What follows belongs to an exercise in optimizing a design on an open flow for small area, a short achievable clock period and few clock cycles per item; a production flow would make more cautious choices.
No functional check of the RTL was part of this run.

[design/flow/run.sh]
#!/bin/bash
# synth_recipe.tcl (not shown) runs the flow's synth.tcl, then flattens the netlist and writes it again
# the make line also repeats each setting of config.mk as NAME=value (left out here)
make -C /OpenROAD-flow-scripts/flow DESIGN_CONFIG=/design/flow/config.mk WORK_HOME=/design/flow/orfs CLKGATE_MAP_FILE= SYNTH_SCRIPT=/design/flow/synth_recipe.tcl finish
[design/flow/config.mk]
export PLATFORM = sky130hd
export DESIGN_NAME = prl_tag_engine
export DESIGN_NICKNAME = prl_tag_engine
export VERILOG_FILES = /design/flow/design.v
export SDC_FILE = /design/flow/constraint.sdc
export NUM_CORES = 8
export LEC_CHECK = 0
export CAP_MARGIN = 20
export CORE_MARGIN = 2
export CORE_UTILIZATION = 25
export PLACE_DENSITY = 0.45
export SETUP_SLACK_MARGIN = 5
export SLEW_MARGIN = 20
export SYNTH_HIERARCHICAL = 1
[design/flow/constraint.sdc]
create_clock -name core_clock -period 8.0 [get_ports {clk}]
set_input_delay 1.6000 -clock core_clock [delete_from_list [all_inputs] [get_ports {clk}]]
set_output_delay 1.6000 -clock core_clock [all_outputs]
set_load 0.01 [all_outputs]
[design/flow/design.v]
module aes_sbox_a (
    input  wire [7:0]  a,
    output wire [14:0] m
);
    wire T1;
    sbx_x2 g1 (.a(a[7]), .b(a[4]), .y(T1));
    wire T2;
    sbx_x2 g2 (.a(a[7]), .b(a[2]), .y(T2));
    wire T3;
    sbx_x2 g3 (.a(a[7]), .b(a[1]), .y(T3));
    wire T4;
    sbx_x2 g4 (.a(a[4]), .b(a[2]), .y(T4));
    wire T5;
    sbx_x2 g5 (.a(a[3]), .b(a[1]), .y(T5));
    wire T6;
    sbx_x2 g6 (.a(T1), .b(T5), .y(T6));
    wire T7;
    sbx_x2 g7 (.a(a[6]), .b(a[5]), .y(T7));
    wire T8;
    sbx_x2 g8 (.a(a[0]), .b(T6), .y(T8));
    wire T9;
    sbx_x2 g9 (.a(a[0]), .b(T7), .y(T9));
    wire T10;
    sbx_x2 g10 (.a(T6), .b(T7), .y(T10));
    wire T11;
    sbx_x2 g11 (.a(a[6]), .b(a[2]), .y(T11));
    wire T12;
    sbx_x2 g12 (.a(a[5]), .b(a[2]), .y(T12));
    wire T13;
    sbx_x2 g13 (.a(T3), .b(T4), .y(T13));
    wire T14;
    sbx_x2 g14 (.a(T6), .b(T11), .y(T14));
    wire T15;
    sbx_x2 g15 (.a(T5), .b(T11), .y(T15));
    wire T16;
    sbx_x2 g16 (.a(T5), .b(T12), .y(T16));
    wire T17;
    sbx_x2 g17 (.a(T9), .b(T16), .y(T17));
    wire T18;
    sbx_x2 g18 (.a(a[4]), .b(a[0]), .y(T18));
    wire T19;
    sbx_x2 g19 (.a(T7), .b(T18), .y(T19));
    wire T20;
    sbx_x2 g20 (.a(T1), .b(T19), .y(T20));
    wire T21;
    sbx_x2 g21 (.a(a[1]), .b(a[0]), .y(T21));
    wire T22;
    sbx_x2 g22 (.a(T7), .b(T21), .y(T22));
    wire T23;
    sbx_x2 g23 (.a(T2), .b(T22), .y(T23));
    wire T24;
    sbx_x2 g24 (.a(T2), .b(T10), .y(T24));
    wire T25;
    sbx_x2 g25 (.a(T20), .b(T17), .y(T25));
    wire T26;
    sbx_x2 g26 (.a(T3), .b(T16), .y(T26));
    wire T27;
    sbx_x2 g27 (.a(T1), .b(T12), .y(T27));
    wire M1;
    sbx_a2 g28 (.a(T13), .b(T6), .y(M1));
    wire M2;
    sbx_a2 g29 (.a(T23), .b(T8), .y(M2));
    wire M3;
    sbx_x2 g30 (.a(T14), .b(M1), .y(M3));
    wire M4;
    sbx_a2 g31 (.a(T19), .b(a[0]), .y(M4));
    wire M5;
    sbx_x2 g32 (.a(M4), .b(M1), .y(M5));
    wire M6;
    sbx_a2 g33 (.a(T3), .b(T16), .y(M6));
    wire M7;
    sbx_a2 g34 (.a(T22), .b(T9), .y(M7));
    wire M8;
    sbx_x2 g35 (.a(T26), .b(M6), .y(M8));
    wire M9;
    sbx_a2 g36 (.a(T20), .b(T17), .y(M9));
    wire M10;
    sbx_x2 g37 (.a(M9), .b(M6), .y(M10));
    wire M11;
    sbx_a2 g38 (.a(T1), .b(T15), .y(M11));
    wire M12;
    sbx_a2 g39 (.a(T4), .b(T27), .y(M12));
    wire M13;
    sbx_x2 g40 (.a(M12), .b(M11), .y(M13));
    wire M14;
    sbx_a2 g41 (.a(T2), .b(T10), .y(M14));
    wire M15;
    sbx_x2 g42 (.a(M14), .b(M11), .y(M15));
    wire M16;
    sbx_x2 g43 (.a(M3), .b(M2), .y(M16));
    wire M17;
    sbx_x2 g44 (.a(M5), .b(T24), .y(M17));
    wire M18;
    sbx_x2 g45 (.a(M8), .b(M7), .y(M18));
    wire M19;
    sbx_x2 g46 (.a(M10), .b(M15), .y(M19));
    wire M20;
    sbx_x2 g47 (.a(M16), .b(M13), .y(M20));
    wire M21;
    sbx_x2 g48 (.a(M17), .b(M15), .y(M21));
    wire M22;
    sbx_x2 g49 (.a(M18), .b(M13), .y(M22));
    wire M23;
    sbx_x2 g50 (.a(M19), .b(T25), .y(M23));
    wire M24;
    sbx_x2 g51 (.a(M22), .b(M23), .y(M24));
    wire M25;
    sbx_a2 g52 (.a(M22), .b(M20), .y(M25));
    wire M26;
    sbx_x2 g53 (.a(M21), .b(M25), .y(M26));
    wire M27;
    sbx_x2 g54 (.a(M20), .b(M21), .y(M27));
    wire M28;
    sbx_x2 g55 (.a(M23), .b(M25), .y(M28));
    wire M29;
    sbx_a2 g56 (.a(M28), .b(M27), .y(M29));
    wire M30;
    sbx_a2 g57 (.a(M26), .b(M24), .y(M30));
    wire M31;
    sbx_a2 g58 (.a(M20), .b(M23), .y(M31));
    wire M32;
    sbx_a2 g59 (.a(M27), .b(M31), .y(M32));
    wire M33;
    sbx_x2 g60 (.a(M27), .b(M25), .y(M33));
    wire M34;
    sbx_a2 g61 (.a(M21), .b(M22), .y(M34));
    wire M35;
    sbx_a2 g62 (.a(M24), .b(M34), .y(M35));
    wire M36;
    sbx_x2 g63 (.a(M24), .b(M25), .y(M36));
    wire M37;
    sbx_x2 g64 (.a(M21), .b(M29), .y(M37));
    wire M38;
    sbx_x2 g65 (.a(M32), .b(M33), .y(M38));
    wire M39;
    sbx_x2 g66 (.a(M23), .b(M30), .y(M39));
    wire M40;
    sbx_x2 g67 (.a(M35), .b(M36), .y(M40));
    assign m = {M37, M38, M39, M40, T8, a[7], T22, T12, T27, a[0], T4, T13, T17, T23, T9};
endmodule
module aes_sbox_b (
    input  wire [14:0] m,
    output wire [7:0]  y
);
    wire M37 = m[14];
    wire M38 = m[13];
    wire M39 = m[12];
    wire M40 = m[11];
    wire T8 = m[10];
    wire U0 = m[9];
    wire T22 = m[8];
    wire T12 = m[7];
    wire T27 = m[6];
    wire U7 = m[5];
    wire T4 = m[4];
    wire T13 = m[3];
    wire T17 = m[2];
    wire T23 = m[1];
    wire T9 = m[0];
    wire T1;
    sbx_x2 g68 (.a(T12), .b(T27), .y(T1));
    wire T10;
    sbx_x2 g69 (.a(T8), .b(T9), .y(T10));
    wire T15;
    sbx_x2 g70 (.a(U7), .b(T17), .y(T15));
    wire T16;
    sbx_x2 g71 (.a(T17), .b(T9), .y(T16));
    wire T19;
    sbx_x2 g72 (.a(T13), .b(T23), .y(T19));
    wire T2;
    sbx_x2 g73 (.a(T22), .b(T23), .y(T2));
    wire T20;
    sbx_x2 g74 (.a(U0), .b(T9), .y(T20));
    wire T3;
    sbx_x2 g75 (.a(T4), .b(T13), .y(T3));
    wire T6;
    sbx_x2 g76 (.a(T8), .b(U7), .y(T6));
    wire M41;
    sbx_x2 g77 (.a(M38), .b(M40), .y(M41));
    wire M42;
    sbx_x2 g78 (.a(M37), .b(M39), .y(M42));
    wire M43;
    sbx_x2 g79 (.a(M37), .b(M38), .y(M43));
    wire M44;
    sbx_x2 g80 (.a(M39), .b(M40), .y(M44));
    wire M45;
    sbx_x2 g81 (.a(M42), .b(M41), .y(M45));
    wire M46;
    sbx_a2 g82 (.a(M44), .b(T6), .y(M46));
    wire M47;
    sbx_a2 g83 (.a(M40), .b(T8), .y(M47));
    wire M48;
    sbx_a2 g84 (.a(M39), .b(U7), .y(M48));
    wire M49;
    sbx_a2 g85 (.a(M43), .b(T16), .y(M49));
    wire M50;
    sbx_a2 g86 (.a(M38), .b(T9), .y(M50));
    wire M51;
    sbx_a2 g87 (.a(M37), .b(T17), .y(M51));
    wire M52;
    sbx_a2 g88 (.a(M42), .b(T15), .y(M52));
    wire M53;
    sbx_a2 g89 (.a(M45), .b(T27), .y(M53));
    wire M54;
    sbx_a2 g90 (.a(M41), .b(T10), .y(M54));
    wire M55;
    sbx_a2 g91 (.a(M44), .b(T13), .y(M55));
    wire M56;
    sbx_a2 g92 (.a(M40), .b(T23), .y(M56));
    wire M57;
    sbx_a2 g93 (.a(M39), .b(T19), .y(M57));
    wire M58;
    sbx_a2 g94 (.a(M43), .b(T3), .y(M58));
    wire M59;
    sbx_a2 g95 (.a(M38), .b(T22), .y(M59));
    wire M60;
    sbx_a2 g96 (.a(M37), .b(T20), .y(M60));
    wire M61;
    sbx_a2 g97 (.a(M42), .b(T1), .y(M61));
    wire M62;
    sbx_a2 g98 (.a(M45), .b(T4), .y(M62));
    wire M63;
    sbx_a2 g99 (.a(M41), .b(T2), .y(M63));
    wire L0;
    sbx_x2 g100 (.a(M61), .b(M62), .y(L0));
    wire L1;
    sbx_x2 g101 (.a(M50), .b(M56), .y(L1));
    wire L2;
    sbx_x2 g102 (.a(M46), .b(M48), .y(L2));
    wire L3;
    sbx_x2 g103 (.a(M47), .b(M55), .y(L3));
    wire L4;
    sbx_x2 g104 (.a(M54), .b(M58), .y(L4));
    wire L5;
    sbx_x2 g105 (.a(M49), .b(M61), .y(L5));
    wire L6;
    sbx_x2 g106 (.a(M62), .b(L5), .y(L6));
    wire L7;
    sbx_x2 g107 (.a(M46), .b(L3), .y(L7));
    wire L8;
    sbx_x2 g108 (.a(M51), .b(M59), .y(L8));
    wire L9;
    sbx_x2 g109 (.a(M52), .b(M53), .y(L9));
    wire L10;
    sbx_x2 g110 (.a(M53), .b(L4), .y(L10));
    wire L11;
    sbx_x2 g111 (.a(M60), .b(L2), .y(L11));
    wire L12;
    sbx_x2 g112 (.a(M48), .b(M51), .y(L12));
    wire L13;
    sbx_x2 g113 (.a(M50), .b(L0), .y(L13));
    wire L14;
    sbx_x2 g114 (.a(M52), .b(M61), .y(L14));
    wire L15;
    sbx_x2 g115 (.a(M55), .b(L1), .y(L15));
    wire L16;
    sbx_x2 g116 (.a(M56), .b(L0), .y(L16));
    wire L17;
    sbx_x2 g117 (.a(M57), .b(L1), .y(L17));
    wire L18;
    sbx_x2 g118 (.a(M58), .b(L8), .y(L18));
    wire L19;
    sbx_x2 g119 (.a(M63), .b(L4), .y(L19));
    wire L20;
    sbx_x2 g120 (.a(L0), .b(L1), .y(L20));
    wire L21;
    sbx_x2 g121 (.a(L1), .b(L7), .y(L21));
    wire L22;
    sbx_x2 g122 (.a(L3), .b(L12), .y(L22));
    wire L23;
    sbx_x2 g123 (.a(L18), .b(L2), .y(L23));
    wire L24;
    sbx_x2 g124 (.a(L15), .b(L9), .y(L24));
    wire L25;
    sbx_x2 g125 (.a(L6), .b(L10), .y(L25));
    wire L26;
    sbx_x2 g126 (.a(L7), .b(L9), .y(L26));
    wire L27;
    sbx_x2 g127 (.a(L8), .b(L10), .y(L27));
    wire L28;
    sbx_x2 g128 (.a(L11), .b(L14), .y(L28));
    wire L29;
    sbx_x2 g129 (.a(L11), .b(L17), .y(L29));
    sbx_x2 g130 (.a(L6), .b(L24), .y(y[7]));
    sbx_xn2 g131 (.a(L16), .b(L26), .y(y[6]));
    sbx_xn2 g132 (.a(L19), .b(L28), .y(y[5]));
    sbx_x2 g133 (.a(L6), .b(L21), .y(y[4]));
    sbx_x2 g134 (.a(L20), .b(L22), .y(y[3]));
    sbx_x2 g135 (.a(L25), .b(L29), .y(y[2]));
    sbx_xn2 g136 (.a(L13), .b(L27), .y(y[1]));
    sbx_xn2 g137 (.a(L6), .b(L23), .y(y[0]));
endmodule
module aes_sbox (
    input  wire [7:0] a,
    output wire [7:0] y
);
    wire [14:0] m;
    aes_sbox_a u_a (.a(a), .m(m));
    aes_sbox_b u_b (.m(m), .y(y));
endmodule
module sbx_x2 (input wire a, input wire b, output wire y);
    assign y = a ^ b;
endmodule
module sbx_xn2 (input wire a, input wire b, output wire y);
    assign y = ~(a ^ b);
endmodule
module sbx_a2 (input wire a, input wire b, output wire y);
    assign y = a & b;
endmodule
module aes_round_a (
    input  wire [127:0] state_in,
    output wire [239:0] mid
);
    genvar i;
    generate
        for (i = 0; i < 16; i = i + 1) begin : g_sub
            aes_sbox_a u_sbox (.a(state_in[127 - 8*i -: 8]), .m(mid[239 - 15*i -: 15]));
        end
    endgenerate
endmodule
module aes_round_b (
    input  wire [239:0] mid,
    input  wire [127:0] add_in,
    input  wire         keep_mix,
    input  wire         keep_sub,
    output wire [127:0] state_out,
    output wire [127:0] sub_out        
);
    wire [7:0] sb [0:15];
    wire [7:0] sr [0:15];
    genvar i;
    generate
        for (i = 0; i < 16; i = i + 1) begin : g_sub
            aes_sbox_b u_sbox (.m(mid[239 - 15*i -: 15]), .y(sb[i]));
        end
    endgenerate
    generate
        for (i = 0; i < 16; i = i + 1) begin : g_shift
            assign sr[i] = sb[(i + 4 * (i % 4)) % 16];
            assign sub_out[127 - 8*i -: 8] = sr[i];
        end
    endgenerate
    function [7:0] xtime;
        input [7:0] x;
        xtime = {x[6:0], 1'b0} ^ (x[7] ? 8'h1b : 8'h00);
    endfunction
    wire [7:0] km = {8{keep_mix}};
    wire [7:0] ks = {8{keep_sub}};
    generate
        for (i = 0; i < 4; i = i + 1) begin : g_mix
            wire [7:0] a0 = sr[4*i];
            wire [7:0] a1 = sr[4*i+1];
            wire [7:0] a2 = sr[4*i+2];
            wire [7:0] a3 = sr[4*i+3];
            wire [7:0] t  = a0 ^ a1 ^ a2 ^ a3;
            wire [7:0] e0 = xtime(a0 ^ a1) ^ t;
            wire [7:0] e1 = xtime(a1 ^ a2) ^ t;
            wire [7:0] e2 = xtime(a2 ^ a3) ^ t;
            wire [7:0] e3 = xtime(a3 ^ a0) ^ t;
            wire [31:0] base = {a0 & ks, a1 & ks, a2 & ks, a3 & ks} ^ add_in[127 - 32*i -: 32];
            assign state_out[127 - 32*i -: 32] = {e0 & km, e1 & km, e2 & km, e3 & km} ^ base;
        end
    endgenerate
endmodule
module aes256_key_step_a (
    input  wire [127:0] prev,
    input  wire [127:0] last,
    input  wire         rot_step,
    input  wire [7:0]   rcon,
    output wire [127:0] p,
    output wire [59:0]  mid
);
    wire [31:0] w3  = last[31:0];
    wire [31:0] rot = rot_step ? {w3[23:0], w3[31:24]} : w3;
    aes_sbox_a u_s0 (.a(rot[31:24]), .m(mid[59:45]));
    aes_sbox_a u_s1 (.a(rot[23:16]), .m(mid[44:30]));
    aes_sbox_a u_s2 (.a(rot[15:8]),  .m(mid[29:15]));
    aes_sbox_a u_s3 (.a(rot[7:0]),   .m(mid[14:0]));
    wire [31:0] rc = rot_step ? {rcon, 24'h000000} : 32'h00000000;
    wire [31:0] p0 = prev[127:96] ^ rc;
    wire [31:0] p1 = prev[95:64]  ^ p0;
    wire [31:0] p2 = prev[63:32]  ^ p1;
    wire [31:0] p3 = prev[31:0]   ^ p2;
    assign p = {p0, p1, p2, p3};
endmodule
module aes256_key_step_b (
    input  wire [127:0] p,
    input  wire [59:0]  mid,
    input  wire         load,
    input  wire [127:0] load_val,
    output wire [127:0] next
);
    wire [31:0] sub;
    aes_sbox_b u_s0 (.m(mid[59:45]), .y(sub[31:24]));
    aes_sbox_b u_s1 (.m(mid[44:30]), .y(sub[23:16]));
    aes_sbox_b u_s2 (.m(mid[29:15]), .y(sub[15:8]));
    aes_sbox_b u_s3 (.m(mid[14:0]),  .y(sub[7:0]));
    wire [127:0] base = load ? load_val : p;
    wire [31:0]  s    = sub & {32{~load}};
    assign next = {s, s, s, s} ^ base;
endmodule
module prl_tag_engine (
    input  wire         clk,
    input  wire         rst,           
    input  wire         cmd_valid,
    output wire         cmd_ready,
    input  wire [1:0]   cmd_op,        
    input  wire [1:0]   cmd_ksel,      
    input  wire [255:0] cmd_key,       
    input  wire [47:0]  cmd_frame,     
    input  wire [4:0]   cmd_pair,
    input  wire [7:0]   cmd_place,
    input  wire [7:0]   cmd_where,
    input  wire [3:0]   cmd_elem,
    input  wire [11:0]  cmd_obj,
    input  wire [2:0]   cmd_kind,
    input  wire [7:0]   cmd_state,
    output wire         tag_valid,
    input  wire         tag_ready,
    output wire [63:0]  tag,
    output wire         key_a_present,
    output wire         key_b_present
);
    localparam [1:0] OP_TAG   = 2'd0;
    localparam [1:0] OP_LOAD  = 2'd1;
    localparam [1:0] OP_CLEAR = 2'd2;
    localparam integer RUN = 8, LP = 7, PL = 6, SB = 5, OK = 4;
    reg [255:0] key_a, key_b;
    reg [127:0] l_a, l_b;
    reg         key_a_ok, key_b_ok;
    reg         crdy;          
    reg [1:0]   op_q;          
    reg [1:0]   ksel_q;
    reg [8:0]   c_st, c_mid;
    reg [127:0] st;            
    reg [255:0] kst;           
    reg [239:0] mid;           
    reg [127:0] k_rk;          
    reg [127:0] k_p;           
    reg [59:0]  k_mid;         
    reg         ld;            
    reg [62:0]  e0, e1, e2;    
    reg         v0, v1, v2;
    wire fire    = crdy && cmd_valid;
    wire do_tag  = fire && op_q == OP_TAG;
    wire do_load = fire && op_q == OP_LOAD && !ksel_q[1];
    wire do_clr  = fire && op_q == OP_CLEAR;
    wire m_last  = c_mid[RUN] && c_mid[3:0] == 4'd14;
    wire push    = m_last && !c_mid[PL];
    wire l_wr    = m_last &&  c_mid[PL];
    wire pop     = v0 && tag_ready;
    wire [239:0] mid_n;
    aes_round_a u_round_a (.state_in(st), .mid(mid_n));
    reg [7:0] rcon;
    always @(*) begin
        case (c_st[3:0])
            4'd1:    rcon = 8'h01;
            4'd3:    rcon = 8'h02;
            4'd5:    rcon = 8'h04;
            4'd7:    rcon = 8'h08;
            4'd9:    rcon = 8'h10;
            4'd11:   rcon = 8'h20;
            4'd13:   rcon = 8'h40;
            default: rcon = 8'h00;
        endcase
    end
    wire [127:0] k_p_n;
    wire [59:0]  k_mid_n;
    aes256_key_step_a u_key_a (
        .prev     (kst[255:128]),
        .last     (kst[127:0]),
        .rot_step (c_st[0]),
        .rcon     (rcon),
        .p        (k_p_n),
        .mid      (k_mid_n)
    );
    wire         sel      = c_mid[LP] ? c_mid[SB] : ksel_q[0];
    wire [255:0] slot_key = sel ? key_b : key_a;
    wire [127:0] slot_l   = sel ? l_b : l_a;
    wire [127:0] cmd_msg = {cmd_frame, 3'b000, cmd_pair, cmd_place, cmd_where,
                            4'h0, cmd_elem, 4'h0, cmd_obj, 5'b00000, cmd_kind,
                            cmd_state, 16'h0000};
    wire [127:0] k1   = {slot_l[126:0], 1'b0} ^ (slot_l[127] ? 128'h87 : 128'h0);
    wire [127:0] init = ((cmd_msg ^ k1) & {128{~c_mid[LP]}}) ^ slot_key[255:128];
    wire [127:0] round_out, sub_out;
    aes_round_b u_round_b (
        .mid       (mid),
        .add_in    (ld ? init : k_rk),
        .keep_mix  (!ld && c_mid[3:0] != 4'd14),
        .keep_sub  (!ld),
        .state_out (round_out),
        .sub_out   (sub_out)
    );
    wire [61:0] mac = sub_out[127:66] ^ k_rk[127:66];
    wire [127:0] next_rk;
    aes256_key_step_b u_key_b (
        .p        (k_p),
        .mid      (k_mid),
        .load     (ld),
        .load_val (slot_key[127:0]),
        .next     (next_rk)
    );
    wire slot_ok = !ksel_q[1] && (ksel_q[0] ? key_b_ok : key_a_ok);
    reg [8:0] c_st_n;
    always @(*) begin
        if (c_mid[LP])
            c_st_n = {1'b1, 1'b0, 1'b1, c_mid[SB], 1'b0, 4'd1};
        else if (do_tag)
            c_st_n = {1'b1, 1'b0, 1'b0, ksel_q[0], slot_ok, 4'd1};
        else if (do_load)
            c_st_n = {1'b0, 1'b1, 1'b0, ksel_q[0], 1'b0, 4'd0};
        else if (c_mid[RUN] && !m_last)
            c_st_n = {c_mid[8:4], c_mid[3:0] + 4'd1};
        else
            c_st_n = 9'd0;
    end
    wire free_n = (!c_st[RUN] && !c_st[LP]) ||
                  (c_st[RUN] && c_st[3:0] == 4'd14 && !c_st[PL]);
    wire ld_n   = free_n || c_st[LP];
    wire lb_st0  = (c_st[LP]   || (c_st[RUN]   && c_st[PL]))   && !c_st[SB];
    wire lb_st1  = (c_st[LP]   || (c_st[RUN]   && c_st[PL]))   &&  c_st[SB];
    wire lb_nx0  = (c_st_n[LP] || (c_st_n[RUN] && c_st_n[PL])) && !c_st_n[SB];
    wire lb_nx1  = (c_st_n[LP] || (c_st_n[RUN] && c_st_n[PL])) &&  c_st_n[SB];
    wire lbusy_a = lb_st0 || lb_nx0;
    wire lbusy_b = lb_st1 || lb_nx1;
    wire lconf   = (cmd_op == OP_TAG && !cmd_ksel[1] && (cmd_ksel[0] ? lbusy_b : lbusy_a)) ||
                   (cmd_op == OP_LOAD && (lbusy_a || lbusy_b));
    wire        a0v = pop ? v1 : v0;
    wire        a1v = pop ? v2 : v1;
    wire        a2v = pop ? 1'b0 : v2;
    wire [62:0] a0e = pop ? e1 : e0;
    wire [62:0] a1e = pop ? e2 : e1;
    wire [62:0] qin = {c_mid[OK] & c_mid[SB], mac & {62{c_mid[OK]}}};
    wire        v0_n = a0v || push;
    wire        v1_n = a1v || (a0v && push);
    wire        v2_n = a2v || (a1v && push);
    wire [2:0] outst = {2'b00, v0_n} + {2'b00, v1_n} + {2'b00, v2_n} +
                       {2'b00, c_st[RUN] && !c_st[PL]} +
                       {2'b00, c_st_n[RUN] && !c_st_n[PL]};
    wire room_n = outst <= 3'd2;
    always @(posedge clk) begin
        op_q   <= cmd_op;
        ksel_q <= cmd_ksel;
        mid   <= mid_n;
        k_rk  <= kst[127:0];
        k_p   <= k_p_n;
        k_mid <= k_mid_n;
        st    <= round_out;
        kst   <= {ld ? slot_key[255:128] : k_rk, next_rk};
        if (do_load && !ksel_q[0]) key_a <= cmd_key;
        if (do_load &&  ksel_q[0]) key_b <= cmd_key;
        if (l_wr && !c_mid[SB]) l_a <= round_out;
        if (l_wr &&  c_mid[SB]) l_b <= round_out;
        if (!a0v && push) e0 <= qin; else e0 <= a0e;
        if (!a1v && a0v && push) e1 <= qin; else e1 <= a1e;
        if (!a2v && a1v && push) e2 <= qin;
        if (rst) begin
            crdy     <= 1'b0;
            key_a_ok <= 1'b0;
            key_b_ok <= 1'b0;
            c_st     <= 9'd0;
            c_mid    <= 9'd0;
            ld       <= 1'b1;
            v0       <= 1'b0;
            v1       <= 1'b0;
            v2       <= 1'b0;
        end else begin
            crdy  <= cmd_valid && !fire && free_n && room_n && !lconf;
            c_st  <= c_st_n;
            c_mid <= c_st;
            ld    <= ld_n;
            v0    <= v0_n;
            v1    <= v1_n;
            v2    <= v2_n;
            if (do_load && !ksel_q[0]) key_a_ok <= 1'b1;
            if (do_load &&  ksel_q[0]) key_b_ok <= 1'b1;
            if (do_clr) begin
                key_a_ok <= 1'b0;
                key_b_ok <= 1'b0;
            end
        end
    end
    assign cmd_ready     = crdy;
    assign tag_valid     = v0;
    assign tag           = {1'b0, e0};
    assign key_a_present = key_a_ok;
    assign key_b_present = key_b_ok;
endmodule
==> flow_summary_export.csv <==
group,metric,value,unit
timing,fin_skew,0.0754,ns
clocking,cts_max_path_buffers,4,
floorplan,num_rows,227,
logic_synthesis,synth_cells,8541,
timing,post-route-min-period,3.43,ns
route,vias,62400,
grt,grt.overflow.total,0,
worst_setup_path,required,8.85,ns
timing,fin_crit_sh,42.8,%
worst_setup_path,path_buf_inv,4,
logic_synthesis,synth_ff_type,"dfxtp_1",
clocking,htreeDepth,4,
logic_synthesis,synth.cell_area,95900,um^2
logic_synthesis,ys_types,48,
timing,fin_tns_setup,0,ns
logic_synthesis,ys_ff_latch,1926,
placed_design,gp_congestion,0.868,
floorplan,ios,428,
worst_setup_path,worst_path_most_repeated_cell,"xor2_4",
worst_setup_path,crit_path_cell_trace,"buf_12 > buf_16 > mux2_4 > xor2_4 > buf_12 > xor2_4 > xor2_2 > and2_4 > xor2_4 > xor2_2 > xor2_2 > buf_6 > xor2_4 > xor2_1 > xor2_1",
placed_design,port_buffers,426,
final_layout,fillers,36800,
placed_design,hpwlAfterDp,260000,um
route,via_per_inst,4.20,
grt,grt_max_degree,127,
floorplan,start_util,25.1,%
run,drv_cap,0,
worst_setup_path,worstSetupPathType,"register to register",
timing,slew_headroom,19.7,%
timing,holdWs,0.260,ns
floorplan,placeableCoreArea,382000,um^2
grt,grt_pass1_vias,64400,
worst_setup_path,startpoint_type,"register",
logic_synthesis,synth_commonest_cells,"xor2_1, nand2_1, dfxtp_1",
logic_synthesis,synthTopCellsByArea,"edfxtp_1, dfxtp_1, xor2_1",
route,ant_nets,0,
logic_synthesis,post-synth-top-count-cell,"xor2_1",
route,drt_iter0_drc,4276,
timing,rsz0062_at_grt,"true",
worst_setup_path,slowest_stage,"dfxtp_4",
final_layout,nNetsFinal,9954,
timing,fmax,0.292,GHz
route,drt_wl_total,371000,um
clocking,cts.sinks,1926,
clocking,cts_buffers,224,
clocking,ctsHoldBuffers,0,
logic_synthesis,yosysWarnings,8,
logic_synthesis,ys_seq_area_share,50.2,%
clocking,worstSkewPairLatency,0.94,ns
route,drt_first_pass_iters,6,
final_layout,drive_above_1_share,34.4,%
final_layout,fin_cells,14900,
clocking,cts-root-buf,"clkbuf_16",
clocking,clkTransAtPathRegs,0.06,ns
final_layout,fin_util,35.8,%
placed_design,post-place-ws,2.96,ns
timing,setup_viol_count_final,0,
worst_setup_path,crit_path_max_incr_delay,0.52,ns
clocking,cts_tree,"done",
worst_setup_path,crit_family,"XOR/XNOR gates",
grt,globalRouteTotalUtil,18.3,%
grt,grt_pass1_wl,501000,um
worst_setup_path,cp-end-kind,"register",
floorplan,die_y,623,um
timing,setup_ws,4.57,ns
timing,drv_slew,0,
route,drc_errors,0,
grt,grt_antenna_before_repair,52,
floorplan,die-area,388000,um^2
worst_setup_path,cp.arrival,4.28,ns
outcome,outcome,"timing/DRC/antenna clean",
logic_synthesis,postSynthAreaPerCell,11.2,um^2
logic_synthesis,synthDominantCellAreaShare,30.0,%
logic_synthesis,ys_async_sr_fraction,0,%
hold_path,hold_class,"register to register",
worst_setup_path,cp_max_fo,6,
logic_synthesis,synth_edf_count,957,
final_layout,syn_to_final_growth,42.6,%
route,wl_per_cell,25.0,um
timing,final_hold_viol_count,0,
timing,worst_pin_slew,1.20,ns
floorplan,die_x,623,um
logic_synthesis,synth_top_area_cell,"edfxtp_1",
placed_design,post-place-cells,13600,
## sequential cells by signal, indices dropped and copies added, names as in the netlist, 2 cells and up
register / count
c_mid: 9
c_st: 9
e0: 63
e1: 63
e2: 63
k_mid: 60
k_p: 128
k_rk: 128
key_a: 256
key_b: 256
ksel_q: 2
kst: 256
l_a: 128
l_b: 128
mid: 240
op_q: 2
st: 128
## Yosys stat by module, one instance, submodules excluded, excerpt
module	copies in the design	cell area, um^2	cells
aes256_key_step_a	1	2440	213
aes256_key_step_b	1	2550	444
prl_tag_engine	1	59900	3956
aes_sbox_a	20	113	15
sbx_xn2	80	8.76	1
aes_round_b	1	6450	888
sbx_x2	1980	8.76	1
sbx_a2	680	6.26	1
## stage by stage
step / instance area, um^2
after floorplan: 96000
after global placement: 104000
after detailed placement: 104000
after CTS: 128000
after global routing: 137000
final: 137000
## layout make-up
cell class	instances	area (um^2)	share of cell area (%)
clock buffer	316	6590	4.82
timing repair buffer	1376	13600	9.97
clock inverter	105	1200	0.876
multi-input combinational	5961	59900	43.8
inverter	99	377	0.275
sequential	1926	48600	35.5
antenna	45	113	0.0824
tap	5038	6300	4.61
## path summary, 6_finish.rpt
path | startpoint | end | slack (ns) | depth (start not counted)
min | kst[63]$_DFF_P_ | k_rk[63]$_DFF_P_ | 0.26 | 0
max | c_st[0]$_SDFF_PP0_ | k_mid[11]$_DFF_P_ | 4.57 | 15
max reg2reg | c_st[0]$_SDFF_PP0_ | k_mid[11]$_DFF_P_ | 4.57 | 15
min reg2reg | kst[63]$_DFF_P_ | k_rk[63]$_DFF_P_ | 0.26 | 0
## per-layer routing
| metal | wire [um] | GRT usage (%) | vias up |
|---|---|---|---|
| met5 | 56 | 0 | - |
| met4 | 19400 | 8.26 | 8 |
| met3 | 16600 | 2.13 | 535 |
| met2 | 181000 | 31.0 | 1540 |
| met1 | 155000 | 23.3 | 31500 |
| li1 | - | - | 28800 |
## kinds of logic after synthesis
group | share of synthesized area [%]
xor+xnor | 29.1
simple gates | 9.83
flops | 50.2
buf+inv | 4.14
compound gates | 2.41
mux | 4.22
fa+ha+maj | 0.0940
other cells | 0.00391
## cells in the final DEF (no fill, tap or decap), types with 45 or more instances in the layout
master           count
buf_6              173
dfxtp_2            114
xor2_1            1316
clkdlybuf4s50_1    357
nor2_1             166
buf_2               61
dfxtp_1            767
mux2_2             102
clkbuf_1            49
xor2_2             494
and2_1             508
nand2_2             84
xnor2_2            325
edfxtp_1           957
mux2i_1            170
o21ai_0            240
buf_4              661
inv_1               95
xnor2_1            464
xor2_4             318
nand2_1           1020
buf_12              68
diode_2             45
a21oi_1            149
and2_2              50
and2_4             129
dfxtp_4             88
xnor2_4            142
clkbuf_16          249
## what timing repair did
item | CTS | global route
setup buffers | 540 | 271
gates resized for setup | 2043 | 946
pin swaps | 596 | 601
endpoints found under the hold margin | 0 | 0
gates cloned | 32 | 6
setup endpoints to repair | 1341 | 907

## afterwards: timing with drivers on the ports
No port has a modelled driver above. Below, the same layout with a new extraction and two added sets of constraints.
Step 1 sets driving cells, clkbuf_16 on the clock port and buf_2 on the other inputs (assumed; they add their load-dependent delay and slew).
Step 2 adds t to the input delays and takes it off the output delays; t is the mean of the earliest and latest rising clock arrival at the registers after step 1. Input paths then give back, and output paths get back, about the clock's delay inside the block.
a / b / c = ideal ports / drivers / drivers and shift; a / b = the first two.
shift t [ns]: 1.010
slack for setup (ns): 4.573 / 4.573 / 3.831
hold slack, ns: 0.260 / 0.260 / 0.260
worst setup path at the end: input to register
After both steps this run still meets setup and hold. The setup slack of this run moves by 0.000 ns with the drivers and by -0.742 ns with both steps.
